This is an optimization exercise on Yosys and OpenROAD, whose aim is small area, a short achievable clock period and few clock cycles per item, not a production implementation. Only simulation tests tie the RTL to the original design; equivalence was not proved. Power figures rest on the tool's default switching activity, not on a simulated workload.

--- flow/config.mk ---
export PLATFORM = sky130hd
export DESIGN_NAME = ofl_fec_rx
export DESIGN_NICKNAME = ofl_fec_rx
export VERILOG_FILES = /design/flow/design.v
export SDC_FILE = /design/flow/constraint.sdc
export NUM_CORES = 8
export LEC_CHECK = 0
export CAP_MARGIN = 20
export CORE_MARGIN = 2
export CORE_UTILIZATION = 35
export SLEW_MARGIN = 20
--- flow/constraint.sdc ---
create_clock -name core_clock -period 22.0 [get_ports {clk}]
set_input_delay 4.4000 -clock core_clock [delete_from_list [all_inputs] [get_ports {clk}]]
set_output_delay 4.4000 -clock core_clock [all_outputs]
set_load 0.01 [all_outputs]
--- flow/design.v ---
module ofl_fec_rx (
    input  wire         clk,
    input  wire         rst,
    input  wire         in_valid,
    output wire         in_ready,
    input  wire [63:0]  in_data,
    output wire         out_valid,
    input  wire         out_ready,
    output reg  [63:0]  out_data,
    output reg          out_last,
    output reg          out_fec_fail,
    output reg          out_crc_ok,
    output reg  [2:0]   out_corr
);
  localparam integer R = 38;                  
  function automatic [7:0] gf_mul(input [7:0] a, input [7:0] b);
    reg [7:0] p, x;
    integer i;
    begin
      p = 8'h00;
      x = a;
      for (i = 0; i < 8; i = i + 1) begin
        if (b[i]) p = p ^ x;
        x = {x[6:0], 1'b0} ^ (x[7] ? 8'h1D : 8'h00);
      end
      gf_mul = p;
    end
  endfunction
  function automatic [7:0] gf_sq(input [7:0] a);
    gf_sq = gf_mul(a, a);
  endfunction
  function automatic [3:0] m16(input [3:0] a, input [3:0] b);
    reg [3:0] p, x;
    integer i;
    begin
      p = 4'h0;
      x = a;
      for (i = 0; i < 4; i = i + 1) begin
        if (b[i]) p = p ^ x;
        x = {x[2:0], 1'b0} ^ (x[3] ? 4'h3 : 4'h0);
      end
      m16 = p;
    end
  endfunction
  function automatic [3:0] inv16(input [3:0] a);
    case (a)
      4'd0: inv16 = 4'd0;
      4'd1: inv16 = 4'd1;
      4'd2: inv16 = 4'd9;
      4'd3: inv16 = 4'd14;
      4'd4: inv16 = 4'd13;
      4'd5: inv16 = 4'd11;
      4'd6: inv16 = 4'd7;
      4'd7: inv16 = 4'd6;
      4'd8: inv16 = 4'd15;
      4'd9: inv16 = 4'd2;
      4'd10: inv16 = 4'd12;
      4'd11: inv16 = 4'd5;
      4'd12: inv16 = 4'd10;
      4'd13: inv16 = 4'd4;
      4'd14: inv16 = 4'd3;
      4'd15: inv16 = 4'd8;
      default: inv16 = 4'd0;
    endcase
  endfunction
  function automatic [7:0] gf_inv(input [7:0] a);
    reg [7:0] t, r;
    reg [3:0] d, di;
    begin
      t[0] = a[0] ^ a[1] ^ a[3] ^ a[5];
      t[1] = a[1] ^ a[4] ^ a[7];
      t[2] = a[7];
      t[3] = a[1] ^ a[6];
      t[4] = a[4] ^ a[7];
      t[5] = a[1] ^ a[3] ^ a[4];
      t[6] = a[2] ^ a[5] ^ a[6];
      t[7] = a[5];
      d  = m16(m16(t[7:4], t[7:4]), 4'd15) ^ m16(t[7:4], t[3:0]) ^ m16(t[3:0], t[3:0]);
      di = inv16(d);
      r  = {m16(t[7:4], di), m16(t[7:4] ^ t[3:0], di)};
      gf_inv[0] = r[0] ^ r[2] ^ r[4] ^ r[5] ^ r[7];
      gf_inv[1] = r[1] ^ r[4];
      gf_inv[2] = r[1] ^ r[3] ^ r[4] ^ r[6] ^ r[7];
      gf_inv[3] = r[1] ^ r[2] ^ r[5];
      gf_inv[4] = r[2] ^ r[4];
      gf_inv[5] = r[7];
      gf_inv[6] = r[1] ^ r[3] ^ r[4];
      gf_inv[7] = r[2];
    end
  endfunction
  localparam [7:0] AP1 = 8'h02, AP2 = 8'h04, AP3 = 8'h08, AP4 = 8'h10,
                   AP6 = 8'h40, AP9 = 8'h3a;
  localparam [7:0] AM1 = 8'h8e, AM2 = 8'h47, AM3 = 8'had, AM4 = 8'hd8,
                   AM6 = 8'h36;
  localparam [7:0] X0_CW0 = 8'hd6, X0SQ_CW0 = 8'hd7;    
  localparam [7:0] X0_CW1 = 8'h6b, X0SQ_CW1 = 8'hfc;    
  reg [64*R-1:0] ring;
  reg [R-1:0]    vb;             
  wire [63:0] stl  = ring[64*(R-1) +: 64];
  reg  [5:0] g;
  reg  [5:0] count;        
  reg  [5:0] dr;
  reg        in_rdy;
  reg  [4:0] wbeat;        
  reg  [4:0] rbeat;        
  reg        cur_loaded;   
  reg  [2:0] eng_st;       
  reg        ov;
  reg        ob_fresh;     
  reg  [4:0] ob_beat;
  assign in_ready  = in_rdy;
  assign out_valid = ov;
  localparam [5:0] T0 = 36, T1 = 27, T2 = 18, T3 = 9;
  wire t0 = (dr == T0), t1 = (dr == T1), t2 = (dr == T2), t3 = (dr == T3);
  wire [63:0] tap = ({64{t0}} & ring[64*T0 +: 64]) | ({64{t1}} & ring[64*T1 +: 64]) |
                    ({64{t2}} & ring[64*T2 +: 64]) | ({64{t3}} & ring[64*T3 +: 64]);
  wire tap_vb = (t0 & vb[T0]) | (t1 & vb[T1]) | (t2 & vb[T2]) | (t3 & vb[T3]);
  wire empty  = (count == 6'd0);
  wire at_tap = !empty && (t0 | t1 | t2 | t3);
  wire rd_pre = at_tap && tap_vb && cur_loaded;
  wire hole   = at_tap && !tap_vb;
  wire wr     = in_valid & in_rdy;
  wire rd     = rd_pre && (!ov || out_ready);
  wire cons   = hole || rd;            
  wire last_rd = rd && (rbeat == 5'd31);
  wire [5:0] cnt_w  = empty ? 6'd1 : count + g + 6'd1;
  wire [5:0] g_inc  = (g == R - 1) ? 6'd0 : g + 6'd1;
  wire [5:0] dr_inc = (dr == R - 1) ? 6'd0 : dr + 6'd1;
  wire [5:0] c00 = count,          c01 = count - 6'd1;
  wire [5:0] c10 = cnt_w,          c11 = cnt_w - 6'd1;
  wire [5:0] d00 = dr_inc,         d01 = dr;
  wire [5:0] d10 = empty ? 6'd0 : dr_inc;
  wire [5:0] d11 = empty ? 6'd0 : dr;
  wire [6:0] s00 = {1'b0, c00} + {1'b0, g_inc};
  wire [6:0] s01 = {1'b0, c01} + {1'b0, g_inc};
  wire r00 = (c00 == 6'd0) || (s00 < R);
  wire r01 = (c01 == 6'd0) || (s01 < R);
  wire r10 = (c10 == 6'd0) || (c10 < R);
  wire r11 = (c11 == 6'd0) || (c11 < R);
  always @(posedge clk) begin
    ring <= {ring[64*(R-1)-1:0], wr ? in_data : stl};
    vb   <= {vb[R-2:0], wr | (vb[R-1] & ~in_rdy)};
  end
  always @(posedge clk) begin
    if (rst) begin
      g        <= 6'd0;
      count    <= 6'd0;
      dr       <= 6'd0;
      in_rdy   <= 1'b1;
      wbeat    <= 5'd0;
      rbeat    <= 5'd0;
    end else begin
      g <= wr ? 6'd0 : g_inc;
      case ({wr, cons})
        2'b00: begin count <= c00; dr <= d00; in_rdy <= r00; end
        2'b01: begin count <= c01; dr <= d01; in_rdy <= r01; end
        2'b10: begin count <= c10; dr <= d10; in_rdy <= r10; end
        default: begin count <= c11; dr <= d11; in_rdy <= r11; end
      endcase
      if (wr) wbeat <= wbeat + 5'd1;
      if (rd) rbeat <= rbeat + 5'd1;
    end
  end
  reg  [7:0] syn [0:11];         
  reg  [7:0] syn_new [0:11];     
  reg  [7:0] sb, l0, l1, l2;
  integer gj, gi;
  always @* begin
    for (gj = 0; gj < 3; gj = gj + 1) begin
      l0 = in_data[8*gj +: 8];
      l1 = in_data[8*(gj+3) +: 8];
      l2 = (gj < 2) ? in_data[8*(gj+6) +: 8] : 8'h00;
      for (gi = 0; gi < 4; gi = gi + 1) begin
        sb = (wbeat == 5'd0) ? 8'h00 : syn[4*gj+gi];
        if (gj < 2) begin
          case (gi)
            0: syn_new[4*gj+gi] = sb ^ l0 ^ l1 ^ l2;
            1: syn_new[4*gj+gi] = gf_mul(sb, AP3) ^ gf_mul(l0, AP2) ^ gf_mul(l1, AP1) ^ l2;
            2: syn_new[4*gj+gi] = gf_mul(sb, AP6) ^ gf_mul(l0, AP4) ^ gf_mul(l1, AP2) ^ l2;
            default: syn_new[4*gj+gi] = gf_mul(sb, AP9) ^ gf_mul(l0, AP6) ^ gf_mul(l1, AP3) ^ l2;
          endcase
        end else begin
          case (gi)
            0: syn_new[4*gj+gi] = sb ^ l0 ^ l1;
            1: syn_new[4*gj+gi] = gf_mul(sb, AP2) ^ gf_mul(l0, AP1) ^ l1;
            2: syn_new[4*gj+gi] = gf_mul(sb, AP4) ^ gf_mul(l0, AP2) ^ l1;
            default: syn_new[4*gj+gi] = gf_mul(sb, AP6) ^ gf_mul(l0, AP3) ^ l1;
          endcase
        end
      end
    end
  end
  reg [31:0] hold1, hold2;
  integer ri;
  always @(posedge clk) begin
    if (wr)
      for (ri = 0; ri < 12; ri = ri + 1)
        syn[(ri + 4) % 12] <= syn_new[ri];
    if (wr && wbeat == 5'd31) begin
      hold1 <= {syn_new[11], syn_new[10], syn_new[9], syn_new[8]};
      hold2 <= {syn_new[3], syn_new[2], syn_new[1], syn_new[0]};
    end
  end
  reg  [31:0] es;
  always @* begin
    case (eng_st)
      3'd1:    es = {syn[11], syn[10], syn[9], syn[8]};
      3'd2:    es = hold1;
      default: es = hold2;
    endcase
  end
  wire [7:0] e_s0 = es[7:0], e_s1 = es[15:8], e_s2 = es[23:16], e_s3 = es[31:24];
  wire [7:0] e_m02  = gf_mul(e_s0, e_s2);
  wire [7:0] e_m13  = gf_mul(e_s1, e_s3);
  wire [7:0] e_mk   = gf_mul(e_s0 ^ e_s1, e_s2 ^ e_s3);
  wire [7:0] e_det  = gf_sq(e_s1) ^ e_m02;
  wire [7:0] e_num1 = e_mk ^ e_m02 ^ e_m13;
  wire [7:0] e_num2 = e_m13 ^ gf_sq(e_s2);
  wire       e_two  = (e_det != 8'h00);
  wire       e_nz   = (es != 32'd0);
  reg  [7:0] q_det, q_num1, q_num2, q_s0, q_s1;
  reg        q_two;
  reg  [1:0] q_ne;
  reg        q_bad;
  always @(posedge clk) begin
    q_det  <= e_det;
    q_num1 <= e_num1;
    q_num2 <= e_num2;
    q_s0   <= e_s0;
    q_s1   <= e_s1;
    q_two  <= e_two;
    q_ne   <= e_two ? 2'd2 : (e_nz ? 2'd1 : 2'd0);
    q_bad  <= e_two ? (e_num1 == 8'h00 || e_num2 == 8'h00)
                    : (e_nz && (e_s0 == 8'h00 || e_s1 == 8'h00 || e_num1 != 8'h00));
  end
  reg  [7:0] p_c2, p_c1, p_c0, p_p0, p_p1, p_iv, p_s0;
  reg  [1:0] p_ne;
  reg        p_bad;
  always @(posedge clk) begin
    p_c2  <= q_two ? q_det  : 8'h00;
    p_c1  <= q_two ? q_num1 : q_s0;
    p_c0  <= q_two ? q_num2 : q_s1;
    p_p0  <= gf_mul(q_s0, q_det);
    p_p1  <= gf_mul(q_s1, q_det);
    p_iv  <= gf_inv(q_num1);
    p_s0  <= q_s0;
    p_ne  <= q_ne;
    p_bad <= q_bad;
  end
  wire [7:0]  e_a   = gf_mul(p_p0, p_iv);
  wire [7:0]  e_b   = gf_mul(p_p1, p_iv) ^ p_s0;
  wire [42:0] e_res = {p_bad, p_ne, e_b, e_a, p_c0, p_c1, p_c2};
  reg [42:0] next0, next1;
  wire cur_free = !cur_loaded || last_rd;
  wire load = (eng_st == 3'd5) && cur_free;
  always @(posedge clk) begin
    if (eng_st == 3'd3) next0 <= e_res;
    if (eng_st == 3'd4) next1 <= e_res;
  end
  always @(posedge clk) begin
    if (rst) begin
      eng_st     <= 3'd0;
      cur_loaded <= 1'b0;
    end else begin
      case (eng_st)
        3'd0: if (wr && wbeat == 5'd31) eng_st <= 3'd1;
        3'd1: eng_st <= 3'd2;
        3'd2: eng_st <= 3'd3;
        3'd3: eng_st <= 3'd4;
        3'd4: eng_st <= 3'd5;
        default: if (cur_free) eng_st <= 3'd0;
      endcase
      if (load) cur_loaded <= 1'b1;
      else if (last_rd) cur_loaded <= 1'b0;
    end
  end
  reg [7:0] ch_a2 [0:2];
  reg [7:0] ch_a1 [0:2];
  reg [7:0] ch_c0 [0:2];
  reg [7:0] ch_z  [0:2];
  reg [7:0] ch_b  [0:2];
  reg [1:0] ch_ne [0:2];
  reg       ch_bad[0:2];
  reg [1:0] ch_cnt[0:2];
  reg [63:0] corr;
  reg [1:0]  grp_roots [0:2];
  reg [7:0]  ev, vv;
  reg        fl;
  integer lk, lj, ls;
  always @* begin
    for (lj = 0; lj < 3; lj = lj + 1) grp_roots[lj] = 2'd0;
    for (lk = 0; lk < 8; lk = lk + 1) begin
      lj = lk % 3;
      ls = lk / 3;
      case (ls)
        0: begin
          ev = ch_a2[lj] ^ ch_a1[lj] ^ ch_c0[lj];
          vv = ch_z[lj] ^ ch_b[lj];
        end
        1: begin
          ev = gf_mul(ch_a2[lj], AM2) ^ gf_mul(ch_a1[lj], AM1) ^ ch_c0[lj];
          vv = gf_mul(ch_z[lj], AM1) ^ ch_b[lj];
        end
        default: begin
          ev = gf_mul(ch_a2[lj], AM4) ^ gf_mul(ch_a1[lj], AM2) ^ ch_c0[lj];
          vv = gf_mul(ch_z[lj], AM2) ^ ch_b[lj];
        end
      endcase
      fl = (ev == 8'h00) && (ch_ne[lj] != 2'd0);
      corr[8*lk +: 8] = fl ? vv : 8'h00;
      grp_roots[lj] = grp_roots[lj] + {1'b0, fl};
    end
  end
  reg       fail_now;
  reg [2:0] corr_sum;
  reg [2:0] tot;
  integer fj;
  always @* begin
    fail_now = 1'b0;
    corr_sum = 3'd0;
    for (fj = 0; fj < 3; fj = fj + 1) begin
      tot = {1'b0, ch_cnt[fj]} + {1'b0, grp_roots[fj]};
      if (ch_bad[fj] || tot != {1'b0, ch_ne[fj]})
        fail_now = 1'b1;
      corr_sum = corr_sum + {1'b0, ch_ne[fj]};
    end
  end
  integer cj;
  always @(posedge clk) begin
    if (load) begin
      ch_a2[0] <= gf_mul(next0[7:0], X0SQ_CW0);
      ch_a1[0] <= gf_mul(next0[15:8], X0_CW0);
      ch_c0[0] <= next0[23:16];
      ch_z[0]  <= gf_mul(next0[31:24], X0_CW0);
      {ch_bad[0], ch_ne[0], ch_b[0]} <= next0[42:32];
      ch_a2[1] <= gf_mul(next1[7:0], X0SQ_CW1);
      ch_a1[1] <= gf_mul(next1[15:8], X0_CW1);
      ch_c0[1] <= next1[23:16];
      ch_z[1]  <= gf_mul(next1[31:24], X0_CW1);
      {ch_bad[1], ch_ne[1], ch_b[1]} <= next1[42:32];
      ch_a2[2] <= gf_mul(e_res[7:0], X0SQ_CW1);
      ch_a1[2] <= gf_mul(e_res[15:8], X0_CW1);
      ch_c0[2] <= e_res[23:16];
      ch_z[2]  <= gf_mul(e_res[31:24], X0_CW1);
      {ch_bad[2], ch_ne[2], ch_b[2]} <= e_res[42:32];
      for (cj = 0; cj < 3; cj = cj + 1) ch_cnt[cj] <= 2'd0;
    end else if (rd) begin
      ch_a2[1] <= gf_mul(ch_a2[0], AM6);
      ch_a1[1] <= gf_mul(ch_a1[0], AM3);
      ch_z[1]  <= gf_mul(ch_z[0], AM3);
      ch_a2[2] <= gf_mul(ch_a2[1], AM6);
      ch_a1[2] <= gf_mul(ch_a1[1], AM3);
      ch_z[2]  <= gf_mul(ch_z[1], AM3);
      ch_a2[0] <= gf_mul(ch_a2[2], AM4);
      ch_a1[0] <= gf_mul(ch_a1[2], AM2);
      ch_z[0]  <= gf_mul(ch_z[2], AM2);
      for (cj = 0; cj < 3; cj = cj + 1) begin
        ch_c0[(cj+1)%3]  <= ch_c0[cj];
        ch_b[(cj+1)%3]   <= ch_b[cj];
        ch_ne[(cj+1)%3]  <= ch_ne[cj];
        ch_bad[(cj+1)%3] <= ch_bad[cj];
        ch_cnt[(cj+1)%3] <= ch_cnt[cj] + grp_roots[cj];
      end
    end
  end
  always @(posedge clk) begin
    if (rd) out_data <= tap ^ corr;
  end
  always @(posedge clk) begin
    if (rst) begin
      ov       <= 1'b0;
      out_last <= 1'b0;
      ob_fresh <= 1'b0;
    end else begin
      ov       <= rd || (ov && !out_ready);
      out_last <= rd ? (rbeat == 5'd31) : ((ov && !out_ready) ? out_last : 1'b0);
      ob_fresh <= rd;
    end
    if (rd) ob_beat <= rbeat;
    if (last_rd) begin
      out_fec_fail <= fail_now;
      out_corr     <= corr_sum;
    end
  end
  reg  [63:0] crc;
  wire [63:0] chunk = {out_data[7:0],   out_data[15:8],  out_data[23:16], out_data[31:24],
                       out_data[39:32], out_data[47:40], out_data[55:48], out_data[63:56]};
  wire [63:0] crc_x = ((ob_beat == 5'd0) ? 64'hFFFF_FFFF_FFFF_FFFF : crc) ^ chunk;
  wire [63:0] crc_y;
  wire crc_t64 = crc_x[0] ^ crc_x[63];
  wire crc_t65 = crc_x[4] ^ crc_x[24];
  wire crc_t66 = crc_x[9] ^ crc_x[16];
  wire crc_t67 = crc_x[10] ^ crc_x[17];
  wire crc_t68 = crc_x[11] ^ crc_x[18];
  wire crc_t69 = crc_x[37] ^ crc_x[42];
  wire crc_t70 = crc_x[19] ^ crc_x[54];
  wire crc_t71 = crc_x[5] ^ crc_x[59];
  wire crc_t72 = crc_x[20] ^ crc_x[55];
  wire crc_t73 = crc_x[36] ^ crc_x[41];
  wire crc_t74 = crc_x[7] ^ crc_x[12];
  wire crc_t75 = crc_x[2] ^ crc_x[22];
  wire crc_t76 = crc_x[29] ^ crc_x[43];
  wire crc_t77 = crc_x[3] ^ crc_x[23];
  wire crc_t78 = crc_x[30] ^ crc_x[44];
  wire crc_t79 = crc_x[31] ^ crc_x[45];
  wire crc_t80 = crc_x[8] ^ crc_x[13];
  wire crc_t81 = crc_x[51] ^ crc_x[58];
  wire crc_t82 = crc_x[14] ^ crc_x[50];
  wire crc_t83 = crc_x[28] ^ crc_x[53];
  wire crc_t84 = crc_x[1] ^ crc_x[48];
  wire crc_t85 = crc_x[35] ^ crc_x[47];
  wire crc_t86 = crc_x[32] ^ crc_x[57];
  wire crc_t87 = crc_x[33] ^ crc_x[56];
  wire crc_t88 = crc_x[21] ^ crc_x[46];
  wire crc_t89 = crc_x[15] ^ crc_t67;
  wire crc_t90 = crc_x[34] ^ crc_x[49];
  wire crc_t91 = crc_x[6] ^ crc_x[39];
  wire crc_t92 = crc_x[38] ^ crc_x[40];
  wire crc_t93 = crc_x[52] ^ crc_t74;
  wire crc_t94 = crc_t66 ^ crc_t68;
  wire crc_t95 = crc_x[26] ^ crc_t64;
  wire crc_t96 = crc_x[27] ^ crc_t73;
  wire crc_t97 = crc_t70 ^ crc_t79;
  wire crc_t98 = crc_t65 ^ crc_t71;
  wire crc_t99 = crc_x[62] ^ crc_t72;
  wire crc_t100 = crc_t69 ^ crc_t75;
  wire crc_t101 = crc_t76 ^ crc_t77;
  wire crc_t102 = crc_t78 ^ crc_t81;
  wire crc_t103 = crc_x[25] ^ crc_t80;
  wire crc_t104 = crc_t82 ^ crc_t87;
  wire crc_t105 = crc_x[41] ^ crc_t83;
  wire crc_t106 = crc_t84 ^ crc_t92;
  wire crc_t107 = crc_x[12] ^ crc_t89;
  wire crc_t108 = crc_x[37] ^ crc_t88;
  wire crc_t109 = crc_t65 ^ crc_t91;
  wire crc_t110 = crc_x[16] ^ crc_t85;
  wire crc_t111 = crc_x[17] ^ crc_x[21];
  wire crc_t112 = crc_x[60] ^ crc_t75;
  wire crc_t113 = crc_x[34] ^ crc_t102;
  wire crc_t114 = crc_x[39] ^ crc_t86;
  wire crc_t115 = crc_x[22] ^ crc_x[25];
  wire crc_t116 = crc_x[57] ^ crc_t94;
  wire crc_t117 = crc_t69 ^ crc_t88;
  wire crc_t118 = crc_x[13] ^ crc_x[61];
  wire crc_t119 = crc_x[58] ^ crc_t76;
  wire crc_t120 = crc_x[19] ^ crc_x[48];
  wire crc_t121 = crc_x[38] ^ crc_x[51];
  wire crc_t122 = crc_x[14] ^ crc_t95;
  wire crc_t123 = crc_x[27] ^ crc_x[35];
  wire crc_t124 = crc_x[15] ^ crc_x[59];
  wire crc_t125 = crc_x[40] ^ crc_x[60];
  wire crc_t126 = crc_x[46] ^ crc_t100;
  wire crc_t127 = crc_x[63] ^ crc_t86;
  wire crc_t128 = crc_x[1] ^ crc_x[50];
  wire crc_t129 = crc_x[2] ^ crc_x[7];
  wire crc_t130 = crc_x[52] ^ crc_t66;
  wire crc_t131 = crc_x[20] ^ crc_t90;
  wire crc_t132 = crc_x[28] ^ crc_t96;
  wire crc_t133 = crc_x[4] ^ crc_t71;
  wire crc_t134 = crc_t68 ^ crc_t78;
  wire crc_t135 = crc_x[8] ^ crc_t101;
  wire crc_t136 = crc_x[18] ^ crc_x[56];
  wire crc_t137 = crc_x[6] ^ crc_t84;
  wire crc_t138 = crc_x[34] ^ crc_x[54];
  wire crc_t139 = crc_x[32] ^ crc_x[48];
  wire crc_t140 = crc_t87 ^ crc_t93;
  wire crc_t141 = crc_x[53] ^ crc_t64;
  wire crc_t142 = crc_x[45] ^ crc_t80;
  wire crc_t143 = crc_x[44] ^ crc_t98;
  wire crc_t144 = crc_x[56] ^ crc_t67;
  wire crc_t145 = crc_x[33] ^ crc_t93;
  wire crc_t146 = crc_x[19] ^ crc_t90;
  wire crc_t147 = crc_t81 ^ crc_t103;
  wire crc_t148 = crc_x[3] ^ crc_t70;
  wire crc_t149 = crc_x[5] ^ crc_x[47];
  wire crc_t150 = crc_x[7] ^ crc_t82;
  wire crc_t151 = crc_x[15] ^ crc_x[30];
  wire crc_t152 = crc_x[26] ^ crc_x[49];
  wire crc_t153 = crc_t73 ^ crc_t74;
  wire crc_t154 = crc_x[21] ^ crc_x[31];
  wire crc_t155 = crc_x[61] ^ crc_t77;
  wire crc_t156 = crc_x[1] ^ crc_x[29];
  wire crc_t157 = crc_t97 ^ crc_t124;
  wire crc_t158 = crc_x[32] ^ crc_t99;
  wire crc_t159 = crc_x[0] ^ crc_t104;
  wire crc_t160 = crc_x[24] ^ crc_t97;
  wire crc_t161 = crc_x[43] ^ crc_t114;
  wire crc_t162 = crc_x[42] ^ crc_t85;
  wire crc_t163 = crc_x[9] ^ crc_x[35];
  wire crc_t164 = crc_x[11] ^ crc_t74;
  wire crc_t165 = crc_x[17] ^ crc_t81;
  wire crc_t166 = crc_t69 ^ crc_t72;
  wire crc_t167 = crc_x[38] ^ crc_x[59];
  wire crc_t168 = crc_t65 ^ crc_t105;
  wire crc_t169 = crc_x[16] ^ crc_t89;
  wire crc_t170 = crc_t109 ^ crc_t132;
  wire crc_t171 = crc_x[25] ^ crc_t110;
  wire crc_t172 = crc_t79 ^ crc_t121;
  wire crc_t173 = crc_t109 ^ crc_t120;
  wire crc_t174 = crc_x[18] ^ crc_t112;
  wire crc_t175 = crc_t92 ^ crc_t113;
  wire crc_t176 = crc_t105 ^ crc_t123;
  wire crc_t177 = crc_x[33] ^ crc_t125;
  wire crc_t178 = crc_x[35] ^ crc_x[42];
  wire crc_t179 = crc_x[23] ^ crc_x[30];
  wire crc_t180 = crc_t76 ^ crc_t83;
  wire crc_t181 = crc_x[31] ^ crc_t70;
  wire crc_t182 = crc_x[46] ^ crc_t118;
  wire crc_t183 = crc_x[47] ^ crc_t133;
  wire crc_t184 = crc_x[49] ^ crc_t101;
  wire crc_t185 = crc_x[3] ^ crc_t78;
  wire crc_t186 = crc_x[8] ^ crc_x[47];
  wire crc_t187 = crc_x[18] ^ crc_x[51];
  wire crc_t188 = crc_x[52] ^ crc_t99;
  wire crc_t189 = crc_x[53] ^ crc_t82;
  wire crc_t190 = crc_x[55] ^ crc_t80;
  wire crc_t191 = crc_t95 ^ crc_t128;
  wire crc_t192 = crc_x[14] ^ crc_t83;
  wire crc_t193 = crc_x[27] ^ crc_t66;
  wire crc_t194 = crc_x[39] ^ crc_x[55];
  wire crc_t195 = crc_t85 ^ crc_t91;
  wire crc_t196 = crc_x[10] ^ crc_t162;
  wire crc_t197 = crc_x[20] ^ crc_x[62];
  wire crc_t198 = crc_x[37] ^ crc_x[45];
  wire crc_t199 = crc_x[58] ^ crc_t83;
  wire crc_t200 = crc_t93 ^ crc_t144;
  wire crc_t201 = crc_t90 ^ crc_t106;
  wire crc_t202 = crc_x[51] ^ crc_t70;
  wire crc_t203 = crc_x[23] ^ crc_t116;
  wire crc_t204 = crc_x[24] ^ crc_x[40];
  wire crc_t205 = crc_x[36] ^ crc_t163;
  wire crc_t206 = crc_x[4] ^ crc_t108;
  wire crc_t207 = crc_t72 ^ crc_t84;
  wire crc_t208 = crc_x[38] ^ crc_t78;
  wire crc_t209 = crc_t107 ^ crc_t136;
  wire crc_t210 = crc_x[40] ^ crc_x[52];
  wire crc_t211 = crc_x[5] ^ crc_x[44];
  wire crc_t212 = crc_x[6] ^ crc_t95;
  wire crc_t213 = crc_x[60] ^ crc_t146;
  wire crc_t214 = crc_t82 ^ crc_t117;
  wire crc_t215 = crc_t129 ^ crc_t130;
  wire crc_t216 = crc_t147 ^ crc_t168;
  wire crc_t217 = crc_x[1] ^ crc_t64;
  wire crc_t218 = crc_t75 ^ crc_t169;
  wire crc_t219 = crc_t108 ^ crc_t119;
  wire crc_t220 = crc_t118 ^ crc_t148;
  wire crc_t221 = crc_x[6] ^ crc_x[28];
  wire crc_t222 = crc_x[29] ^ crc_t77;
  wire crc_t223 = crc_t99 ^ crc_t100;
  wire crc_t224 = crc_t106 ^ crc_t111;
  wire crc_t225 = crc_x[5] ^ crc_t151;
  wire crc_t226 = crc_x[63] ^ crc_t135;
  wire crc_t227 = crc_t152 ^ crc_t173;
  wire crc_t228 = crc_t153 ^ crc_t172;
  wire crc_t229 = crc_x[20] ^ crc_t176;
  wire crc_t230 = crc_t71 ^ crc_t122;
  wire crc_t231 = crc_t114 ^ crc_t154;
  wire crc_t232 = crc_t155 ^ crc_t175;
  wire crc_t233 = crc_x[22] ^ crc_t156;
  wire crc_t234 = crc_x[32] ^ crc_x[52];
  wire crc_t235 = crc_x[58] ^ crc_t170;
  wire crc_t236 = crc_x[7] ^ crc_x[34];
  wire crc_t237 = crc_x[16] ^ crc_t98;
  wire crc_t238 = crc_x[25] ^ crc_t158;
  wire crc_t239 = crc_x[61] ^ crc_t73;
  wire crc_t240 = crc_t126 ^ crc_t179;
  wire crc_t241 = crc_x[17] ^ crc_t181;
  wire crc_t242 = crc_t83 ^ crc_t102;
  wire crc_t243 = crc_t183 ^ crc_t184;
  wire crc_t244 = crc_x[29] ^ crc_t89;
  wire crc_t245 = crc_x[60] ^ crc_t79;
  wire crc_t246 = crc_t98 ^ crc_t127;
  wire crc_t247 = crc_t138 ^ crc_t187;
  wire crc_t248 = crc_t186 ^ crc_t188;
  wire crc_t249 = crc_x[26] ^ crc_t139;
  wire crc_t250 = crc_x[28] ^ crc_x[38];
  wire crc_t251 = crc_x[61] ^ crc_t69;
  wire crc_t252 = crc_t68 ^ crc_t79;
  wire crc_t253 = crc_t71 ^ crc_t251;
  wire crc_t254 = crc_x[37] ^ crc_t119;
  wire crc_t255 = crc_t124 ^ crc_t140;
  wire crc_t256 = crc_x[3] ^ crc_t112;
  wire crc_t257 = crc_x[42] ^ crc_t127;
  wire crc_t258 = crc_t71 ^ crc_t192;
  wire crc_t259 = crc_x[33] ^ crc_x[50];
  wire crc_t260 = crc_x[57] ^ crc_t103;
  wire crc_t261 = crc_t141 ^ crc_t160;
  wire crc_t262 = crc_x[7] ^ crc_x[13];
  wire crc_t263 = crc_x[43] ^ crc_t134;
  wire crc_t264 = crc_x[49] ^ crc_t100;
  wire crc_t265 = crc_x[56] ^ crc_t111;
  wire crc_t266 = crc_t125 ^ crc_t195;
  wire crc_t267 = crc_t262 ^ crc_t265;
  wire crc_t268 = crc_x[21] ^ crc_t72;
  wire crc_t269 = crc_x[44] ^ crc_t106;
  wire crc_t270 = crc_t97 ^ crc_t104;
  wire crc_t271 = crc_t135 ^ crc_t269;
  wire crc_t272 = crc_t174 ^ crc_t270;
  wire crc_t273 = crc_x[9] ^ crc_t88;
  wire crc_t274 = crc_t142 ^ crc_t161;
  wire crc_t275 = crc_x[34] ^ crc_x[43];
  wire crc_t276 = crc_x[57] ^ crc_x[58];
  wire crc_t277 = crc_x[63] ^ crc_t197;
  wire crc_t278 = crc_t77 ^ crc_t275;
  wire crc_t279 = crc_t104 ^ crc_t115;
  wire crc_t280 = crc_t143 ^ crc_t196;
  wire crc_t281 = crc_x[0] ^ crc_x[36];
  wire crc_t282 = crc_x[11] ^ crc_t130;
  wire crc_t283 = crc_t120 ^ crc_t149;
  wire crc_t284 = crc_x[49] ^ crc_t94;
  wire crc_t285 = crc_t81 ^ crc_t107;
  wire crc_t286 = crc_x[8] ^ crc_t134;
  wire crc_t287 = crc_x[45] ^ crc_x[54];
  wire crc_t288 = crc_t107 ^ crc_t122;
  wire crc_t289 = crc_t199 ^ crc_t287;
  wire crc_t290 = crc_x[55] ^ crc_t94;
  wire crc_t291 = crc_t76 ^ crc_t96;
  wire crc_t292 = crc_x[50] ^ crc_t95;
  wire crc_t293 = crc_x[5] ^ crc_x[10];
  wire crc_t294 = crc_x[46] ^ crc_x[60];
  wire crc_t295 = crc_t89 ^ crc_t202;
  wire crc_t296 = crc_t123 ^ crc_t294;
  wire crc_t297 = crc_x[61] ^ crc_t96;
  wire crc_t298 = crc_t144 ^ crc_t164;
  wire crc_t299 = crc_x[18] ^ crc_t131;
  wire crc_t300 = crc_x[23] ^ crc_t85;
  wire crc_t301 = crc_x[26] ^ crc_t117;
  wire crc_t302 = crc_t137 ^ crc_t145;
  wire crc_t303 = crc_t157 ^ crc_t301;
  wire crc_t304 = crc_t165 ^ crc_t300;
  wire crc_t305 = crc_t299 ^ crc_t302;
  wire crc_t306 = crc_x[4] ^ crc_t132;
  wire crc_t307 = crc_x[43] ^ crc_t166;
  wire crc_t308 = crc_x[47] ^ crc_t115;
  wire crc_t309 = crc_t139 ^ crc_t306;
  wire crc_t310 = crc_t137 ^ crc_t143;
  wire crc_t311 = crc_x[14] ^ crc_x[36];
  wire crc_t312 = crc_t79 ^ crc_t126;
  wire crc_t313 = crc_t91 ^ crc_t165;
  wire crc_t314 = crc_x[13] ^ crc_x[25];
  wire crc_t315 = crc_t87 ^ crc_t314;
  wire crc_t316 = crc_t116 ^ crc_t178;
  wire crc_t317 = crc_x[36] ^ crc_t64;
  wire crc_t318 = crc_x[57] ^ crc_t98;
  wire crc_t319 = crc_t72 ^ crc_t121;
  wire crc_t320 = crc_x[8] ^ crc_x[39];
  wire crc_t321 = crc_t68 ^ crc_t90;
  wire crc_t322 = crc_t77 ^ crc_t96;
  wire crc_t323 = crc_x[15] ^ crc_x[53];
  wire crc_t324 = crc_t111 ^ crc_t145;
  wire crc_t325 = crc_t72 ^ crc_t91;
  wire crc_t326 = crc_t73 ^ crc_t129;
  wire crc_t327 = crc_t64 ^ crc_t67;
  wire crc_t328 = crc_t96 ^ crc_t108;
  wire crc_t329 = crc_t68 ^ crc_t110;
  wire crc_t330 = crc_t86 ^ crc_t205;
  wire crc_t331 = crc_x[10] ^ crc_x[11];
  assign crc_y[0] = crc_x[35] ^ crc_t167 ^ crc_t212 ^ crc_t213 ^ crc_t214 ^ crc_t215 ^ crc_t216;
  assign crc_y[1] = crc_t131 ^ crc_t149 ^ crc_t170 ^ crc_t217 ^ crc_t218 ^ crc_t219 ^ crc_t220;
  assign crc_y[2] = crc_t133 ^ crc_t134 ^ crc_t150 ^ crc_t171 ^ crc_t221 ^ crc_t222 ^ crc_t223 ^ crc_t224;
  assign crc_y[3] = crc_t111 ^ crc_t112 ^ crc_t136 ^ crc_t225 ^ crc_t226 ^ crc_t227 ^ crc_t228;
  assign crc_y[4] = crc_t174 ^ crc_t229 ^ crc_t230 ^ crc_t231 ^ crc_t232;
  assign crc_y[5] = crc_x[21] ^ crc_x[62] ^ crc_t155 ^ crc_t157 ^ crc_t177 ^ crc_t178 ^ crc_t233 ^ crc_t234 ^ crc_t235;
  assign crc_y[6] = crc_x[63] ^ crc_t177 ^ crc_t180 ^ crc_t236 ^ crc_t237 ^ crc_t238 ^ crc_t239 ^ crc_t240;
  assign crc_y[7] = crc_x[62] ^ crc_t159 ^ crc_t182 ^ crc_t215 ^ crc_t241 ^ crc_t242 ^ crc_t243;
  assign crc_y[8] = crc_t137 ^ crc_t185 ^ crc_t189 ^ crc_t244 ^ crc_t245 ^ crc_t246 ^ crc_t247 ^ crc_t248;
  assign crc_y[9] = crc_x[24] ^ crc_x[41] ^ crc_t138 ^ crc_t151 ^ crc_t159 ^ crc_t190 ^ crc_t249 ^ crc_t250 ^ crc_t252 ^ crc_t253;
  assign crc_y[10] = crc_x[2] ^ crc_x[27] ^ crc_x[62] ^ crc_t168 ^ crc_t190 ^ crc_t191 ^ crc_t231 ^ crc_t254 ^ crc_t255;
  assign crc_y[11] = crc_x[54] ^ crc_t87 ^ crc_t103 ^ crc_t156 ^ crc_t175 ^ crc_t193 ^ crc_t256 ^ crc_t257 ^ crc_t258;
  assign crc_y[12] = crc_x[7] ^ crc_x[30] ^ crc_x[61] ^ crc_t117 ^ crc_t121 ^ crc_t169 ^ crc_t184 ^ crc_t194 ^ crc_t259 ^ crc_t260 ^ crc_t261;
  assign crc_y[13] = crc_x[59] ^ crc_t105 ^ crc_t158 ^ crc_t181 ^ crc_t217 ^ crc_t263 ^ crc_t264 ^ crc_t266 ^ crc_t267;
  assign crc_y[14] = crc_x[61] ^ crc_t153 ^ crc_t257 ^ crc_t268 ^ crc_t271 ^ crc_t272;
  assign crc_y[15] = crc_x[15] ^ crc_x[41] ^ crc_t65 ^ crc_t87 ^ crc_t102 ^ crc_t146 ^ crc_t155 ^ crc_t223 ^ crc_t273 ^ crc_t274;
  assign crc_y[16] = crc_t79 ^ crc_t88 ^ crc_t92 ^ crc_t130 ^ crc_t276 ^ crc_t277 ^ crc_t278 ^ crc_t279 ^ crc_t280;
  assign crc_y[17] = crc_x[23] ^ crc_x[44] ^ crc_t89 ^ crc_t150 ^ crc_t250 ^ crc_t264 ^ crc_t274 ^ crc_t281 ^ crc_t282 ^ crc_t283;
  assign crc_y[18] = crc_x[20] ^ crc_x[24] ^ crc_x[33] ^ crc_x[46] ^ crc_t91 ^ crc_t189 ^ crc_t198 ^ crc_t271 ^ crc_t284 ^ crc_t285;
  assign crc_y[19] = crc_t69 ^ crc_t266 ^ crc_t286 ^ crc_t288 ^ crc_t289;
  assign crc_y[20] = crc_t74 ^ crc_t106 ^ crc_t157 ^ crc_t182 ^ crc_t290 ^ crc_t291;
  assign crc_y[21] = crc_x[9] ^ crc_x[21] ^ crc_x[53] ^ crc_t85 ^ crc_t109 ^ crc_t113 ^ crc_t167 ^ crc_t200 ^ crc_t238 ^ crc_t292;
  assign crc_y[22] = crc_t97 ^ crc_t116 ^ crc_t126 ^ crc_t159 ^ crc_t201 ^ crc_t235 ^ crc_t293;
  assign crc_y[23] = crc_x[1] ^ crc_x[53] ^ crc_t65 ^ crc_t80 ^ crc_t101 ^ crc_t114 ^ crc_t125 ^ crc_t149 ^ crc_t268 ^ crc_t282 ^ crc_t288;
  assign crc_y[24] = crc_x[22] ^ crc_x[28] ^ crc_t140 ^ crc_t201 ^ crc_t253 ^ crc_t286 ^ crc_t292 ^ crc_t295 ^ crc_t296;
  assign crc_y[25] = crc_x[2] ^ crc_x[12] ^ crc_t80 ^ crc_t128 ^ crc_t172 ^ crc_t180 ^ crc_t188 ^ crc_t195 ^ crc_t203 ^ crc_t213 ^ crc_t297;
  assign crc_y[26] = crc_x[2] ^ crc_x[29] ^ crc_x[39] ^ crc_t139 ^ crc_t200 ^ crc_t204 ^ crc_t205 ^ crc_t214 ^ crc_t220 ^ crc_t242 ^ crc_t277;
  assign crc_y[27] = crc_x[26] ^ crc_x[40] ^ crc_x[46] ^ crc_t99 ^ crc_t116 ^ crc_t119 ^ crc_t151 ^ crc_t160 ^ crc_t196 ^ crc_t221 ^ crc_t236 ^ crc_t256 ^ crc_t259 ^ crc_t281;
  assign crc_y[28] = crc_x[19] ^ crc_x[31] ^ crc_x[32] ^ crc_x[59] ^ crc_t113 ^ crc_t171 ^ crc_t206 ^ crc_t207 ^ crc_t226 ^ crc_t297 ^ crc_t298;
  assign crc_y[29] = crc_x[6] ^ crc_x[16] ^ crc_x[17] ^ crc_x[46] ^ crc_t86 ^ crc_t113 ^ crc_t141 ^ crc_t153 ^ crc_t197 ^ crc_t252 ^ crc_t279 ^ crc_t283;
  assign crc_y[30] = crc_t80 ^ crc_t127 ^ crc_t303 ^ crc_t304 ^ crc_t305;
  assign crc_y[31] = crc_x[33] ^ crc_t187 ^ crc_t212 ^ crc_t307 ^ crc_t308 ^ crc_t309;
  assign crc_y[32] = crc_x[2] ^ crc_x[23] ^ crc_x[41] ^ crc_t66 ^ crc_t76 ^ crc_t104 ^ crc_t141 ^ crc_t147 ^ crc_t296 ^ crc_t310;
  assign crc_y[33] = crc_x[5] ^ crc_t89 ^ crc_t110 ^ crc_t128 ^ crc_t141 ^ crc_t142 ^ crc_t148 ^ crc_t206 ^ crc_t208 ^ crc_t239 ^ crc_t276;
  assign crc_y[34] = crc_x[38] ^ crc_x[54] ^ crc_t84 ^ crc_t94 ^ crc_t99 ^ crc_t183 ^ crc_t311 ^ crc_t312 ^ crc_t313;
  assign crc_y[35] = crc_x[0] ^ crc_x[5] ^ crc_x[40] ^ crc_t66 ^ crc_t82 ^ crc_t162 ^ crc_t194 ^ crc_t209 ^ crc_t216 ^ crc_t249 ^ crc_t278;
  assign crc_y[36] = crc_x[14] ^ crc_t152 ^ crc_t210 ^ crc_t291 ^ crc_t295 ^ crc_t310 ^ crc_t315 ^ crc_t316;
  assign crc_y[37] = crc_t107 ^ crc_t123 ^ crc_t142 ^ crc_t263 ^ crc_t273 ^ crc_t317 ^ crc_t318 ^ crc_t319;
  assign crc_y[38] = crc_x[53] ^ crc_x[56] ^ crc_t75 ^ crc_t191 ^ crc_t228 ^ crc_t280 ^ crc_t320 ^ crc_t321;
  assign crc_y[39] = crc_x[21] ^ crc_t122 ^ crc_t161 ^ crc_t164 ^ crc_t201 ^ crc_t237 ^ crc_t289 ^ crc_t322;
  assign crc_y[40] = crc_x[34] ^ crc_t92 ^ crc_t122 ^ crc_t193 ^ crc_t194 ^ crc_t202 ^ crc_t211 ^ crc_t233 ^ crc_t323 ^ crc_t324;
  assign crc_y[41] = crc_x[1] ^ crc_t136 ^ crc_t138 ^ crc_t142 ^ crc_t176 ^ crc_t179 ^ crc_t210 ^ crc_t218 ^ crc_t325;
  assign crc_y[42] = crc_x[55] ^ crc_x[56] ^ crc_t88 ^ crc_t192 ^ crc_t204 ^ crc_t222 ^ crc_t241 ^ crc_t316 ^ crc_t326;
  assign crc_y[43] = crc_x[30] ^ crc_t65 ^ crc_t73 ^ crc_t86 ^ crc_t115 ^ crc_t119 ^ crc_t148 ^ crc_t166 ^ crc_t186 ^ crc_t209;
  assign crc_y[44] = crc_x[26] ^ crc_x[58] ^ crc_t120 ^ crc_t133 ^ crc_t154 ^ crc_t203 ^ crc_t208 ^ crc_t307 ^ crc_t315;
  assign crc_y[45] = crc_x[4] ^ crc_x[50] ^ crc_x[51] ^ crc_t64 ^ crc_t66 ^ crc_t103 ^ crc_t161 ^ crc_t200 ^ crc_t211 ^ crc_t229 ^ crc_t312;
  assign crc_y[46] = crc_t70 ^ crc_t86 ^ crc_t101 ^ crc_t128 ^ crc_t143 ^ crc_t171 ^ crc_t177 ^ crc_t198 ^ crc_t321 ^ crc_t326 ^ crc_t327;
  assign crc_y[47] = crc_x[45] ^ crc_t118 ^ crc_t185 ^ crc_t207 ^ crc_t258 ^ crc_t284 ^ crc_t317 ^ crc_t324;
  assign crc_y[48] = crc_x[6] ^ crc_x[62] ^ crc_t80 ^ crc_t90 ^ crc_t97 ^ crc_t112 ^ crc_t156 ^ crc_t189 ^ crc_t206 ^ crc_t209;
  assign crc_y[49] = crc_t70 ^ crc_t75 ^ crc_t77 ^ crc_t85 ^ crc_t94 ^ crc_t127 ^ crc_t150 ^ crc_t182 ^ crc_t225 ^ crc_t319;
  assign crc_y[50] = crc_x[16] ^ crc_t77 ^ crc_t87 ^ crc_t154 ^ crc_t173 ^ crc_t248 ^ crc_t285 ^ crc_t311;
  assign crc_y[51] = crc_x[37] ^ crc_x[48] ^ crc_t94 ^ crc_t115 ^ crc_t131 ^ crc_t210 ^ crc_t246 ^ crc_t267 ^ crc_t323;
  assign crc_y[52] = crc_x[9] ^ crc_x[13] ^ crc_x[23] ^ crc_x[28] ^ crc_t126 ^ crc_t145 ^ crc_t247 ^ crc_t318 ^ crc_t327;
  assign crc_y[53] = crc_x[10] ^ crc_x[28] ^ crc_x[41] ^ crc_x[51] ^ crc_t117 ^ crc_t129 ^ crc_t191 ^ crc_t243 ^ crc_t290;
  assign crc_y[54] = crc_x[13] ^ crc_t84 ^ crc_t85 ^ crc_t90 ^ crc_t105 ^ crc_t115 ^ crc_t185 ^ crc_t193 ^ crc_t219 ^ crc_t230 ^ crc_t298;
  assign crc_y[55] = crc_t84 ^ crc_t93 ^ crc_t113 ^ crc_t203 ^ crc_t244 ^ crc_t261 ^ crc_t308 ^ crc_t328;
  assign crc_y[56] = crc_x[12] ^ crc_t67 ^ crc_t103 ^ crc_t152 ^ crc_t160 ^ crc_t167 ^ crc_t199 ^ crc_t207 ^ crc_t234 ^ crc_t240 ^ crc_t329;
  assign crc_y[57] = crc_x[31] ^ crc_t64 ^ crc_t135 ^ crc_t138 ^ crc_t140 ^ crc_t166 ^ crc_t309 ^ crc_t313 ^ crc_t329;
  assign crc_y[58] = crc_x[18] ^ crc_t69 ^ crc_t78 ^ crc_t98 ^ crc_t140 ^ crc_t146 ^ crc_t180 ^ crc_t190 ^ crc_t224 ^ crc_t330;
  assign crc_y[59] = crc_x[53] ^ crc_t73 ^ crc_t91 ^ crc_t131 ^ crc_t163 ^ crc_t208 ^ crc_t254 ^ crc_t260 ^ crc_t272 ^ crc_t293;
  assign crc_y[60] = crc_t150 ^ crc_t232 ^ crc_t303 ^ crc_t325 ^ crc_t330 ^ crc_t331;
  assign crc_y[61] = crc_x[22] ^ crc_x[43] ^ crc_t65 ^ crc_t81 ^ crc_t92 ^ crc_t110 ^ crc_t158 ^ crc_t245 ^ crc_t255 ^ crc_t320 ^ crc_t328 ^ crc_t331;
  assign crc_y[62] = crc_x[36] ^ crc_x[40] ^ crc_x[61] ^ crc_t75 ^ crc_t86 ^ crc_t159 ^ crc_t164 ^ crc_t211 ^ crc_t227 ^ crc_t304;
  assign crc_y[63] = crc_x[15] ^ crc_x[50] ^ crc_x[57] ^ crc_x[62] ^ crc_t71 ^ crc_t147 ^ crc_t198 ^ crc_t204 ^ crc_t305 ^ crc_t322;
  always @(posedge clk) begin
    if (ob_fresh) begin
      crc <= crc_y;
      if (ob_beat == 5'd30)
        out_crc_ok <= (crc == (64'h2D062787539E5AD0 ^ {chunk[63:32], 32'd0}));
    end
  end
endmodule
--- flow/flow/run.sh ---
#!/bin/bash
# The standard layout, with ORFS's timing repair aiming at a setup slack
# of SETUP_SLACK_MARGIN (period 22 - margin) and port buffers of a chosen cell.
set -e
export SETUP_SLACK_MARGIN=16
export BUFFER_PORTS_ARGS="-buffer_cell sky130_fd_sc_hd__buf_2"
bash standard.sh > standard.log 2>&1
--- flow/standard.sh ---
#!/bin/bash
# synth_recipe.tcl (not shown) runs the flow's synth.tcl, then flattens the netlist and writes it again
# the make line also repeats each setting of config.mk as NAME=value (left out here)
make -C /OpenROAD-flow-scripts/flow DESIGN_CONFIG=/design/flow/config.mk WORK_HOME=/design/flow/orfs CLKGATE_MAP_FILE= SYNTH_SCRIPT=/design/flow/synth_recipe.tcl "${@:-finish}"
==> results_dict.tcl, run 1 <==
set metrics [dict create \
    status "timing/DRC/antenna clean" \
    gp_congestion 0.950 \
    ios 140 \
    hold_violations 0 \
    cts_buffer_depth 4 \
    antenna_left 0 \
    worstSetupPathType "reg -> out" \
    fin_tns_setup_ns 0 \
    clk-insertion-delay-late_ns 0.85 \
    worst_ep_required_time_ns 17.60 \
    max_slew_margin_pct 15.1 \
    synth_nets 8448 \
    grt_pass1_vias 57900 \
    fin_crit_ns 6.02 \
    die_x_microns 550 \
    switching_share_pct 21.8 \
    end_kind "output port" \
    crit_fanout 2 \
    ys_async_sr_fraction_pct 0 \
    cts_hold_buf 0 \
    p_clk_share_pct 42.1 \
    synth_area_per_cell_sq_um 12.5 \
    finClkSkew_ns 0.0867 \
    hold_path.class "reg -> reg" \
    synth_seq_area_share_pct 65.0 \
    core_sq_um 297000 \
    power_frac_seq_pct 53.1 \
    crit_start "out_data[49]$_DFFE_PP_" \
    dp_hpwl_microns 202000 \
    fillers 27500 \
    maxCapViolCount 0 \
    overflow 0 \
    path_clk_slew_ns 0.06 \
    path_delay_family "flip-flops" \
    dpl_worst_slack_ns 14.39 \
    tightest_slew_ns 1.27 \
    crit_arrival_ns 1.62 \
    cts_tree "built" \
    track_usage_pct 18.3 \
    path_cells "buf_2" \
    synth_flop_cell "dfxtp_1" \
    totalWireLength_microns 284000 \
    worst_slack_ns 15.98 \
    port_buffers 139 \
    netlist_area_sq_um 104000 \
    wire_per_inst_microns 22.2 \
    drc_errors 0 \
    setup_viol 0 \
    p_int_w 0.00938 \
    cts_buffers 292 \
    vias 58900 \
    initialDrtViolationCount 5065 \
    grt_pass1_wl_microns 407000 \
    final-max-slew-violation-count 0 \
    rows 200 \
    critPathBufInv 1 \
    power_w 0.0120 \
    p_sw_w 0.00261 \
    htree_levels 5 \
    ys_seq_elements 3128 \
    die_h_microns 550 \
    drive_above_1_share_pct 11.4 \
    fmax_mhz 166 \
    syn2layout_area_growth_pct 16.0 \
    yosysUniqueCellTypes 85 \
    synth-edff-count 513 \
    holdCritStartpoint "ring[1112]$_DFF_P_" \
    mostFrequentLayoutCell "dfxtp_1" \
    start_util_pct 35.2 \
    power.density_nw_per_um2 99.2 \
    yosysWarnings 12 \
    final_cell_mix "2608 x dfxtp_1, 1785 x xnor2_1, 824 x nand2_1" \
    grt_setup_unrepaired "true" \
    routed_via_density 4.59 \
    dieArea_sq_um 302000 \
    worst_path_max_delay_cell "edfxtp_1" \
    p_comb_share_pct 4.8 \
    critPathMaxStageDelay_ns 0.56 \
    tritoncts_num_sinks 3128 \
    vdd_ir_drop_max_uv 66.9 \
    post-route-period-util_pct 27.4 \
    syn_inst 8315 \
    firstDrtPassIters 5 \
    finalNetCount 8802 \
    rr_startpoint "ob_beat[0]$_DFFE_PP_" \
    cts_root_buf "clkbuf_16" \
    power_leakage_nw 45.7 \
    grt_max_degree 105 \
    antenna_found_initial 20 \
    crit_path_start_kind "flip-flop" \
]
[registers in the layout, summed over array words and instances, names as in the netlist, 24 cells and up]
| register | flops |
|---|---|
| ch_z | 24 |
| crc | 64 |
| vb | 38 |
| ch_c0 | 24 |
| hold2 | 32 |
| syn | 96 |
| ch_a1 | 24 |
| next0 | 43 |
| ring | 2432 |
| ch_a2 | 24 |
| hold1 | 32 |
| out_data | 64 |
| ch_b | 24 |
| next1 | 43 |
[stage by stage]
stage               util [%]  hold WS, ns  cells  cell area (sq um)
floorplan                  -        0.310   8315             104000
global placement        37.2        0.310  12200             110000
detailed placement      37.2        0.312  12200             110000
CTS                     40.6        0.282  12800             120000
global route            40.8        0.284  12800             121000
finish                  40.8        0.287  12800             121000
[power groups by stage]
stage          combinational (W)  sequential [W]  clock (W)
5_1_grt                 0.000627         0.00640    0.00537
4_1_cts                 0.000578         0.00637    0.00515
3_5_place_dp            0.000572         0.00649          0
6_report                0.000581         0.00637    0.00505
3_3_place_gp            0.000567         0.00648          0
2_1_floorplan           0.000436         0.00642          0
[routing by layer]
layer	global-route usage (%)	up-vias	routed length [microns]
met5	0	-	80
met4	5.47	12	8260
met3	2.77	430	17500
met2	28.9	1837	128000
met1	25.8	29100	131000
li1	-	27600	-
[logic make-up after synthesis]
| logic type | after synthesis | share of synthesized area [%] |
|---|---|---|
| AO/OA/AOI/OAI | 561 | 3.70 |
| XOR/XNOR | 2536 | 21.8 |
| adder cells (fa/ha/maj) | 66 | 0.862 |
| buffers and inverters | 409 | 1.59 |
| flip-flops | 3128 | 65.0 |
| multiplexers | 49 | 0.503 |
| AND/OR/NAND/NOR | 1566 | 6.53 |
[what timing repair did]
item,CTS,global route
resized for setup,21,40
setup buffers,51,25
pin swaps,1,4
setup endpoints to repair,318,230
hold endpoints to repair,0,0
cloned,2,4
[final timing paths]
kind	slack, ns	to	cells after the start
setup / recovery	15.98	out_data[49]	1
hold / removal	0.29	ring[1176]$_DFF_P_	0
setup reg to reg	16.05	crc[55]$_DFFE_PP_	13
hold reg to reg	0.29	ring[1176]$_DFF_P_	0
[cell usage after synthesis (all sizes together), types with 60 or more instances]
| master | count | area, sq um |
|---|---|---|
| xnor2 | 1852 | 16300 |
| nor2 | 410 | 1540 |
| xor2 | 655 | 5760 |
| clkbuf | 261 | 980 |
| nor3 | 60 | 419 |
| edfxtp | 513 | 15400 |
| buf | 61 | 347 |
| inv | 84 | 318 |
| dfxtp | 2615 | 52400 |
| a22o | 66 | 578 |
| a21oi | 122 | 611 |
| o21ai | 141 | 706 |
| nand2 | 829 | 3110 |
| a221oi | 74 | 672 |
[area by class of cell]
class / instances / area [sq um] / share of cell area (%)
well taps: 3939 / 4930 / 4.08
repair buffers: 378 / 2630 / 2.17
diodes: 4 / 10.0 / 0.00828
flip-flops and latches: 3128 / 67800 / 56.0
clock buffers: 408 / 8440 / 6.98
inverters: 87 / 347 / 0.287
multi-input cells: 4782 / 35500 / 29.4
clock inverters: 115 / 1260 / 1.04
Testbench counts, summed over its fixed seeds: cycles 61,744, items 1,920.
==> run 2: changes to the inputs <==
--- a/flow/config.mk
+++ b/flow/config.mk
@@ -10,2 +10,5 @@
 export CORE_UTILIZATION = 35
+export CTS_BUF_LIST = sky130_fd_sc_hd__clkbuf_8 sky130_fd_sc_hd__clkbuf_16
+export CTS_CLUSTER_DIAMETER = 60
+export CTS_CLUSTER_SIZE = 30
 export SLEW_MARGIN = 20
==> run 2 against run 1 <==
Effect of this change: critical path depth is the same; worst hold slack worse by 0.063 ns; clock skew up 0.017 ns; clock power down 32%; synthesized cell count is the same; first-iteration DRC count grew 4.0%; combinational power barely moved; register-to-register slack improved by 0.18 ns; flip-flop and latch count unchanged; clock-buffer cell count down 232; via count decreased by 2.0%; cell area is 3.5% lower.
==> results_dict.tcl, run 2 <==
set metrics [dict create \
    rr_startpoint "eng_st[1]$_SDFFE_PP0P_" \
    mostFrequentLayoutCell "dfxtp_1" \
    worst_slack_ns 15.95 \
    crit_arrival_ns 1.65 \
    fin_util_pct 39.4 \
    fmax_mhz 165 \
    port_buffers 139 \
    dieArea_sq_um 302000 \
    grt_use_met1_pct 25.7 \
    synth_common_cells "2615 x dfxtp_1, 1838 x xnor2_1, 828 x nand2_1" \
    grt_pass1_wl_microns 401000 \
    drc_errors 0 \
    track_usage_pct 18.1 \
    final_cell_mix "2606 x dfxtp_1, 1785 x xnor2_1, 824 x nand2_1" \
    rows 200 \
    status "timing/DRC/antenna clean" \
    syn2layout_area_growth_pct 12.0 \
    synth-edff-count 513 \
    vdd_ir_drop_max_uv 81.5 \
    routed_via_density 4.60 \
    maxCapViolCount 0 \
    max_slew_margin_pct 22.9 \
    cts_hold_buf 0 \
    antenna_found_initial 19 \
    ios 140 \
    path_clk_slew_ns 0.11 \
    dpl_worst_slack_ns 14.39 \
    synth_area_per_cell_sq_um 12.5 \
    reg2regPathDepth 20 \
    die_h_microns 550 \
    power.density_nw_per_um2 88.8 \
    antenna_left 0 \
    holdCritStartpoint "ring[92]$_DFF_P_" \
    rr_endpoint "q_bad$_DFF_P_" \
    holdPathStages 0 \
    post-route-period-util_pct 27.5 \
    hold_path.class "reg -> reg" \
    fin_tns_setup_ns 0 \
    grt.met2_usage_pct 28.6 \
    dp_hpwl_microns 202000 \
    start_util_pct 35.2 \
    vias 57800 \
    global_route.usage.met3_pct 2.54 \
    end_kind "output port" \
    setup_viol 0 \
    fin_crit_ns 6.05 \
    critPathBufInv 1 \
    syn_inst 8315 \
    core_sq_um 297000 \
    crit_fanout 2 \
    netlist_area_sq_um 104000 \
    cts_tree "built" \
    top_regs "ring x2432, syn x96" \
    final-max-slew-violation-count 0 \
    grt_setup_unrepaired "true" \
    tritoncts_num_sinks 3128 \
    synth_nets 8448 \
    grt_max_degree 105 \
    fillers 27900 \
    worst_path_max_delay_cell "edfxtp_1" \
    r2r_setup_slack_ns 16.23 \
    cts_buffer_depth 4 \
    power_leakage_nw 43.6 \
    gp_congestion 0.950 \
    ys_seq_elements 3128 \
    max_flop_register "ring" \
    firstDrtPassIters 6 \
    synth_top_area_share_pct 50.2 \
    path_delay_family "flip-flops" \
    grt.busiest_layer "met2" \
    ys_async_sr_fraction_pct 0 \
    htree_levels 4 \
    critPathMaxStageDelay_ns 0.60 \
    path_cells "buf_2" \
    crit_path_start_kind "flip-flop" \
    clk-insertion-delay-late_ns 0.87 \
    finClkSkew_ns 0.103 \
    yosysWarnings 12 \
    synth_seq_area_share_pct 65.0 \
    largest_reg_flops 2432 \
    cts_buffers 168 \
    holdWs_ns 0.224 \
    synth.most_common_cell "dfxtp_1" \
    die_x_microns 550 \
    multi_input_area_sq_um 35500 \
    overflow 0 \
    worstSetupPathType "reg -> out" \
    tightest_slew_ns 1.15 \
    synth_top_area_cell "dfxtp_1" \
    totalWireLength_microns 281000 \
    synth_area_leaders "dfxtp_1 50%, xnor2_1 15%, edfxtp_1 15%" \
    cts_root_buf "clkbuf_16" \
    synth_flop_cell "dfxtp_1" \
    hold_end "ring[156]$_DFF_P_" \
    seq_area_sq_um 67800 \
    grt_pass1_vias 56600 \
    worst_ep_required_time_ns 17.60 \
    finalNetCount 8686 \
    wire_per_inst_microns 22.3 \
    yosysUniqueCellTypes 85 \
    initialDrtViolationCount 5267 \
    hold_violations 0 \
    drive_above_1_share_pct 9.34 \
]
==> run 2: cell count changes in the layout (fill, tap and decap cells not counted), sizes merged <==
| cell | change |
|---|---|
| clkbuf | -231 |
| clkinv | -31 |
| bufinv | -17 |
| inv | +11 |
| buf | +8 |
| clkinvlp | -6 |
| diode | -1 |
| nand2 | -1 |
==> run 2: logic make-up after synthesis <==
group,synth area share (%)
buffers and inverters,1.59
xor gates and xnor gates,21.8
muxes,0.503
and+or+nand+nor,6.53
adders and majority gates,0.862
AOI/OAI and AO/OA,3.70
DFF,65.0
==> run 2: worst reg2reg max path: cells and delay by family, from the launching register on <==
family,cells,cell delay (ns)
buf+inv,4,1.09
fa+ha+maj,1,0.52
simple gates,5,1.71
compound gates,3,0.37
xor+xnor,7,1.56
flops,1,0.34
==> run 2: how the worst max path moves through the flow <==
stage / from / to / cells after the start
after floorplan: out_ready / ch_a1[0][0]$_DFFE_PP_ / 9
after global placement: out_ready / ch_a2[0][1]$_DFFE_PP_ / 9
after detailed placement: out_ready / ch_a2[0][1]$_DFFE_PP_ / 9
after CTS: out_corr[0]$_DFFE_PP_ / out_corr[0] / 1
after global routing: eng_st[1]$_SDFFE_PP0P_ / q_bad$_DFF_P_ / 20
final: out_data[2]$_DFFE_PP_ / out_data[2] / 1
==> run 2: report_power, final <==
part           internal (W)  total (W)  leakage [nW]  switching [W]
Sequential          0.00620    0.00636          26.5       0.000154
Clock               0.00153    0.00343          2.64        0.00190
Combinational      0.000251   0.000580          14.5       0.000329
==> run 2: layout make-up <==
| cell class | count | share of cell area [%] |
|---|---|---|
| inverters | 87 | 0.294 |
| clock buffers | 176 | 3.75 |
| diodes | 3 | 0.00643 |
| clock inverters | 72 | 0.835 |
| flip-flops and latches | 3128 | 58.1 |
| repair buffers | 387 | 2.39 |
| multi-input cells | 4781 | 30.4 |
| well taps | 3939 | 4.22 |
==> run 2: repair_timing <==
action                                  4_1_cts  5_1_grt
hold endpoints to repair                      0        0
endpoints found under the setup margin      325      223
gates resized for setup                      35       44
setup buffers                                56       29
gates cloned                                  2        3
pin swaps                                     1        4
==> run 2: per-stage QoR <==
| step | cell area (sq um) | cells | total power [W] |
|---|---|---|---|
| after floorplan | 104000 | 8315 | 0.00685 |
| after global placement | 110000 | 12200 | 0.00705 |
| after detailed placement | 110000 | 12200 | 0.00706 |
| after CTS | 116000 | 12500 | 0.0105 |
| after global routing | 117000 | 12600 | 0.0107 |
| final | 117000 | 12600 | 0.0104 |
==> run 2: per-layer routing <==
metal / share of wire (%) / wire length, microns / vias up
li1: - / - / 27200
met1: 46 / 130000 / 28500
met2: 45 / 125000 / 1703
met3: 6.0 / 16800 / 413
met4: 3.0 / 8320 / 12
met5: 0.027 / 76 / -
==> run 3: changes to the inputs <==
--- a/flow/flow/run.sh
+++ b/flow/flow/run.sh
@@ -4,3 +4,3 @@
 set -e
-export SETUP_SLACK_MARGIN=16
+export SETUP_SLACK_MARGIN=16.5
 export BUFFER_PORTS_ARGS="-buffer_cell sky130_fd_sc_hd__buf_2"
==> run 3 against run 2 <==
Effect of this change: non-clock buffer count increased by 84; cell count increased by 0.94%; via count grew 1.7%; flip-flop and latch count unchanged.
==> results_dict.tcl, run 3 <==
set metrics [dict create \
    mostFrequentLayoutCell "dfxtp_1" \
    die_h_microns 550 \
    post-route-period-util_pct 27.7 \
    synth-edff-count 513 \
    tightest_slew_ns 1.19 \
    max_slew_margin_pct 19.3 \
    grt_pass1_wl_microns 411000 \
    finClkSkew_ns 0.103 \
    cts_buffers 176 \
    vias 58800 \
    fin_crit_ns 6.08 \
    totalWireLength_microns 291000 \
    hold_violations 0 \
    vdd_ir_drop_max_uv 68.5 \
    grt_pass1_vias 57500 \
    die_x_microns 550 \
    syn_inst 8315 \
    worstSetupPathType "reg -> out" \
    synth_seq_area_share_pct 65.0 \
    yosysUniqueCellTypes 85 \
    synth.most_common_cell "dfxtp_1" \
    synth_area_leaders "dfxtp_1 50%, xnor2_1 15%, edfxtp_1 15%" \
    crit_fanout 2 \
    power_leakage_nw 44.7 \
    max_flop_register "ring" \
    cts_hold_buf 0 \
    core_sq_um 297000 \
    gp_congestion 0.965 \
    routed_via_density 4.63 \
    worst_ep_required_time_ns 17.60 \
    antenna_left 0 \
    ios 140 \
    fin_tns_setup_ns 0 \
    critPathMaxStageDelay_ns 0.61 \
    synth_area_per_cell_sq_um 12.5 \
    initialDrtViolationCount 5339 \
    ys_seq_elements 3128 \
    htree_levels 4 \
    cts_root_buf "clkbuf_16" \
    cts_tree "built" \
    ys_async_sr_fraction_pct 0 \
    clk-insertion-delay-late_ns 0.90 \
    setup_viol 0 \
    worst-path-stages 1 \
    netlist_area_sq_um 104000 \
    synth_common_cells "2615 x dfxtp_1, 1838 x xnor2_1, 828 x nand2_1" \
    finalNetCount 8786 \
    grt_setup_unrepaired "true" \
    tritoncts_num_sinks 3128 \
    overflow 0 \
    start_util_pct 35.2 \
    cts_buffer_depth 4 \
    holdWs_ns 0.249 \
    synth_flop_cell "dfxtp_1" \
    largest_reg_flops 2432 \
    firstDrtPassIters 5 \
    path_delay_family "flip-flops" \
    dp_hpwl_microns 204000 \
    top_regs "ring x2432, syn x96" \
    synth_top_area_share_pct 50.2 \
    rows 200 \
    antenna_found_initial 23 \
    status "timing/DRC/antenna clean" \
    maxCapViolCount 0 \
    path_cells "buf_2" \
    yosysWarnings 12 \
    holdPathStages 0 \
    drc_errors 0 \
    synth_top_area_cell "dfxtp_1" \
    crit_arrival_ns 1.68 \
    dieArea_sq_um 302000 \
    track_usage_pct 18.7 \
    grt_max_degree 79 \
    final-max-slew-violation-count 0 \
    crit_path_start_kind "flip-flop" \
    wire_per_inst_microns 22.9 \
    fillers 27800 \
    end_kind "output port" \
    worst_path_max_delay_cell "edfxtp_1" \
    hold_path.class "reg -> reg" \
    path_clk_slew_ns 0.10 \
    reg2regPathDepth 16 \
    fmax_mhz 164 \
    drive_above_1_share_pct 11.6 \
    critPathBufInv 1 \
    final_cell_mix "2603 x dfxtp_1, 1759 x xnor2_1, 823 x nand2_1" \
    power.density_nw_per_um2 88.2 \
    port_buffers 139 \
    syn2layout_area_growth_pct 14.1 \
    synth_nets 8448 \
]
[run 3: cell counts after synthesis]
No cell type changed its count.
[run 3: final cells by class]
class	count	area [sq um]	share of cell area (%)
sequential	3128	67800	57.0
multi-input combinational	4785	36300	30.5
tap	3939	4930	4.14
clock buffer	184	4540	3.81
timing repair buffer	471	3920	3.30
clock inverter	89	1050	0.885
inverter	87	390	0.328
timing repair inverter	4	31.3	0.0263
antenna	4	10.0	0.00842
[run 3: kinds of logic (layout without fill, tap and decap cells)]
kind of cell               Yosys count  after routing  share of synthesized area, %
AOI/OAI and AO/OA                  561            561                          3.70
xor gates and xnor gates          2536           2536                          21.8
adders and majority gates           66             66                         0.862
buffers and inverters              409            835                          1.59
DFF                               3128           3128                          65.0
muxes                               49             49                         0.503
other                                0              4                             0
and+or+nand+nor                   1566           1573                          6.53
[run 3: what timing repair did]
item	4_1_cts	5_1_grt
endpoints found under the setup margin	485	321
pin swaps	6	10
buffers inserted	88	57
cloned	15	14
gates resized for setup	133	66
[run 3: layer usage]
| metal | wire length, microns | GRT usage, % | up-vias |
|---|---|---|---|
| li1 | - | - | 27400 |
| met1 | 133000 | 26.2 | 29000 |
| met2 | 128000 | 29.0 | 1806 |
| met3 | 19400 | 3.17 | 472 |
| met4 | 10500 | 6.22 | 18 |
| met5 | 118 | 0 | - |
[run 3: stage by stage]
step	setup slack, ns	utilization, %	power [W]	std cells	cell area [sq um]
6_report	15.92	40.1	0.0105	12700	119000
5_1_grt	15.87	40.1	0.0109	12700	119000
4_1_cts	15.84	39.7	0.0106	12600	118000
3_5_place_dp	14.05	37.3	0.00707	12200	111000
3_3_place_gp	14.14	37.3	0.00705	12200	111000
2_1_floorplan	15.86	-	0.00686	8315	105000
[run 3: worst paths after layout]
path,slack [ns],endpoint,startpoint
worst min register to register,0.25,ring[513]$_DFF_P_,ring[449]$_DFF_P_
worst max-delay path,15.92,out_data[20],out_data[20]$_DFFE_PP_
worst max register to register,16.55,q_bad$_DFF_P_,eng_st[0]$_SDFFE_PP0P_
worst min-delay path,0.25,ring[513]$_DFF_P_,ring[449]$_DFF_P_
[run 3: power by group]
| part | switching, W | internal (W) | leakage [nW] |
|---|---|---|---|
| Combinational | 0.000338 | 0.000256 | 15.4 |
| Sequential | 0.000150 | 0.00620 | 26.5 |
| Clock | 0.00195 | 0.00160 | 2.78 |

==> afterwards: timing with drivers on the ports <==
No port has a modelled driver above. Below, the same layouts with a new extraction and two added sets of constraints.
Step 1 sets driving cells, clkbuf_16 on the clock port and buf_2 on the other inputs (assumed; they add their load-dependent delay and slew).
Step 2 times the ports against the registers' clock, not the clock port: input delays grow and output delays shrink by t, the midpoint of the rising clock arrivals with the driver on.
Three values: no drivers, after step 1, after step 2; two values: the first two.
run | shift t [ns] | setup slack, ns | worst setup path at the end | latest minus earliest clock arrival (ns)
run 1 | 0.889 | 15.981 / 15.903 / 15.212 | input to register | 0.098 / 0.098
run 2 | 0.897 | 15.949 / 15.862 / 15.186 | input to register | 0.116 / 0.116
run 3 | 0.923 | 15.916 / 15.839 / 15.608 | input to register | 0.105 / 0.105
After both steps setup and hold are still met in every run listed. For run 1, which loses most, drivers alone change the setup slack by -0.078 ns; drivers and shift together by -0.769 ns.
